From an optimization exercise on the open Yosys and OpenROAD flow, aimed at small area, a short achievable clock period and few clock cycles per item; shortcuts taken in it are not production practice. RTL that was checked went through simulation tests only; none was proved equivalent to the original.

## kw_unwrap
module kw_unwrap (
    input  wire         clk,
    input  wire         rst,
    input  wire         req_valid,
    output wire         req_ready,
    input  wire         req_kek,
    input  wire         req_long,
    input  wire [319:0] req_data,
    output wire         resp_valid,
    input  wire         resp_ready,
    output wire [255:0] resp_key,
    output wire         resp_ok
);
Size in the first run: about 10000 cells after synthesis, ~1900 flip-flops, ~590 I/O pins, ~110000 um2 of cells after synthesis.
export LEC_CHECK = 0
export CAP_MARGIN = 40
export CELL_PAD_IN_SITES_DETAIL_PLACEMENT = 1
export CELL_PAD_IN_SITES_GLOBAL_PLACEMENT = 2
export CORE_MARGIN = 2
export CORE_UTILIZATION = 30
export PLACE_DENSITY = 0.5
export SLEW_MARGIN = 40
export SYNTH_HIERARCHICAL = 1
create_clock -name core_clock -period 12.0 [get_ports {clk}]
standard.sh (not shown) runs the stock make flow with config.mk's settings and CLKGATE_MAP_FILE= SYNTH_SCRIPT=/design/flow/synth_recipe.tcl, a recipe that flattens the netlist after the stock synthesis.
==> flow/flow/run.sh <==
#!/bin/bash
set -euo pipefail
MARGIN=${MARGIN:-8}
bash standard.sh SETUP_SLACK_MARGIN=$MARGIN "BUFFER_PORTS_ARGS=-buffer_cell sky130_fd_sc_hd__buf_2" finish > make_finish.log 2>&1
The first run completed without violations.
Then changed:
==> flow/flow/run.sh (replaced) <==
#!/bin/bash
set -euo pipefail
MARGIN=${MARGIN:-8}
bash standard.sh SETUP_SLACK_MARGIN=$MARGIN finish > make_finish.log 2>&1
--- a/flow/config.mk
+++ b/flow/config.mk
@@ -12,2 +12,4 @@
 export CORE_UTILIZATION = 30
+export CTS_CLUSTER_DIAMETER = 80
+export CTS_CLUSTER_SIZE = 22
 export PLACE_DENSITY = 0.5
- The changed run went through all stages and came out clean
- flip-flop and latch count does not change
- sequential share of layout area grows by 0.14 points
- area after synthesis does not change
- worst setup slack gets better by 0.046 ns
- die area does not change
Then changed:
--- a/flow/config.mk
+++ b/flow/config.mk
@@ -12,4 +12,4 @@
 export CORE_UTILIZATION = 30
-export CTS_CLUSTER_DIAMETER = 80
-export CTS_CLUSTER_SIZE = 22
+export CTS_CLUSTER_DIAMETER = 100
+export CTS_CLUSTER_SIZE = 30
 export PLACE_DENSITY = 0.5
After rerunning: First-iteration DRC count grows by about 1.8%; fmax grows by about 0.5%; count of clock-buffer cells in the layout shrinks by 37; via count is about the same; hold slack is better by 0.0051 ns; setup slack is better by 0.021 ns; final cell count shrinks by about 0.3%; clock skew hardly moves.
No functional check of the RTL was part of any run of this note.

* * *

Setup of red:
kw_unwrap, a different RTL version from the one above (not shown whole).
Size in the first run: ~9800 cells after synthesis, ~590 I/O pins.
clock: 12.0 ns
lec_check: 0
cap_margin: 40
cell_pad_in_sites_detail_placement: 1
cell_pad_in_sites_global_placement: 2
core_margin: 2
core_utilization: 30
cts_cluster_diameter: 80
cts_cluster_size: 22
place_density: 0.5
slew_margin: 40
synth_hierarchical: 1
==> flow/flow/run.sh <==
#!/bin/bash
set -euo pipefail
MARGIN=${MARGIN:-7.8}
bash standard.sh SETUP_SLACK_MARGIN=$MARGIN "BUFFER_PORTS_ARGS=-buffer_cell sky130_fd_sc_hd__buf_2" finish > make_finish.log 2>&1
Testbench counts of red, summed over its fixed seeds: cycles 65,898, items 256.
Input-level comparison between blue and red:
==> flow/flow/run.sh <==
#!/bin/bash
set -euo pipefail
MARGIN=${MARGIN:-8.2}
bash standard.sh SETUP_SLACK_MARGIN=$MARGIN "BUFFER_PORTS_ARGS=-buffer_cell sky130_fd_sc_hd__buf_2" finish > make_finish.log 2>&1
Notes after the runs:
Routed wire length on met3 (blue over red): increase, about 3.8%
blue: number of buffer and inverter stages on the critical path 1 below red
blue vs red — proportion of final cell area spent on non-clock buffers rose 2.3 points.
Setup slack improves in blue relative to red.
Setup changes, blue to green
Settings: CORE_UTILIZATION changed from 30 to 36; PLACE_DENSITY changed from 0.5 to 0.56.
==> flow/flow/run.sh <==
#!/bin/bash
set -euo pipefail
MARGIN=${MARGIN:-8}
bash standard.sh SETUP_SLACK_MARGIN=$MARGIN "BUFFER_PORTS_ARGS=-buffer_cell sky130_fd_sc_hd__buf_2" finish > make_finish.log 2>&1
## What came out
The run showing the greater wire length is blue. Measured against green, the number of clock buffers in the layout of blue comes out at 1.08 times the reference value. Diff blue and green: global routing usage on met3 lower in blue. The final critical-path required period number comes out higher for blue vs green.

* * *

Another version of the RTL of kw_unwrap (not shown whole).
Size in the first run: ~15000 cells after synthesis, roughly 590 I/O pins, ~150000 um2 of cells after synthesis.
clock: 12.0 ns
lec_check: 0
cap_margin: 40
cell_pad_in_sites_detail_placement: 1
cell_pad_in_sites_global_placement: 2
core_margin: 2
core_utilization: 36
cts_cluster_diameter: 80
cts_cluster_size: 22
place_density: 0.56
slew_margin: 40
synth_hierarchical: 1
==> flow/flow/run.sh <==
#!/bin/bash
set -euo pipefail
MARGIN=${MARGIN:-7.9}
bash standard.sh SETUP_SLACK_MARGIN=$MARGIN "BUFFER_PORTS_ARGS=-buffer_cell sky130_fd_sc_hd__buf_2" finish > make_finish.log 2>&1
The starting point went through all stages and came out clean.
Testbench counts at the start, summed over its fixed seeds: cycles 34,862, items 256.
Next try:
--- a/flow/flow/run.sh
+++ b/flow/flow/run.sh
@@ -3 +3 @@
-MARGIN=${MARGIN:-7.9}
+MARGIN=${MARGIN:-7.8}
--- a/flow/config.mk
+++ b/flow/config.mk
@@ -9,2 +9,2 @@
-export CELL_PAD_IN_SITES_DETAIL_PLACEMENT = 1
-export CELL_PAD_IN_SITES_GLOBAL_PLACEMENT = 2
+export CELL_PAD_IN_SITES_DETAIL_PLACEMENT = 0
+export CELL_PAD_IN_SITES_GLOBAL_PLACEMENT = 1
Result:
- The new run completed with no timing, DRC or antenna violations
- critical path depth goes down by 5
- cell area is lower by 3.9%
- clock-buffer cell count went down by 18
- via count drops by about 4%

## port drivers added, routing unchanged
No port has a modelled driver above. Below, the same layouts with a new extraction and two added sets of constraints.
Step 1 assumes that a clkbuf_16 drives the clock port and a buf_2 every other input.
Step 2 adds t to the input delays and takes it off the output delays; t is the mean of the earliest and latest rising clock arrival at the registers after step 1. Input paths then give back, and output paths get back, about the clock's delay inside the block.
a / b / c = ideal ports / drivers / drivers and shift; a / b = the first two.
| run | shift t [ns] | slack for setup (ns) | hold WS [ns] | worst setup path at the end | pins driven straight from the clock port |
|---|---|---|---|---|---|
| the first run of note 1 | 1.075 | 7.883 / 7.764 / 7.110 | 0.472 / 0.472 / 0.472 | input to register | 1 |
| the second run of note 1 | 1.022 | 7.929 / 7.817 / 7.168 | 0.458 / 0.458 / 0.458 | input to register | 1 |
| the third run of note 1 | 0.996 | 7.950 / 7.841 / 7.156 | 0.463 / 0.463 / 0.463 | input to register | 1 |
| red | 0.976 | 7.807 / 7.807 / 7.248 | 0.318 / 0.318 / 0.318 | input to register | 1 |
| blue | 0.981 | 7.897 / 7.806 / 7.401 | 0.318 / 0.318 / 0.318 | input to register | 1 |
| green | 0.926 | 7.988 / 7.875 / 7.242 | 0.322 / 0.322 / 0.322 | input to register | 1 |
| the first run of note 3 | 1.091 | 7.716 / 7.716 / 6.948 | 0.317 / 0.317 / 0.317 | input to register | 1 |
| the second run of note 3 | 1.067 | 7.783 / 7.663 / 7.019 | 0.317 / 0.317 / 0.317 | input to register | 1 |
After both steps every run listed still meets setup and hold. The setup slack of the third run of note 1, which loses most, moves by -0.109 ns with the drivers and by -0.794 ns with both steps.
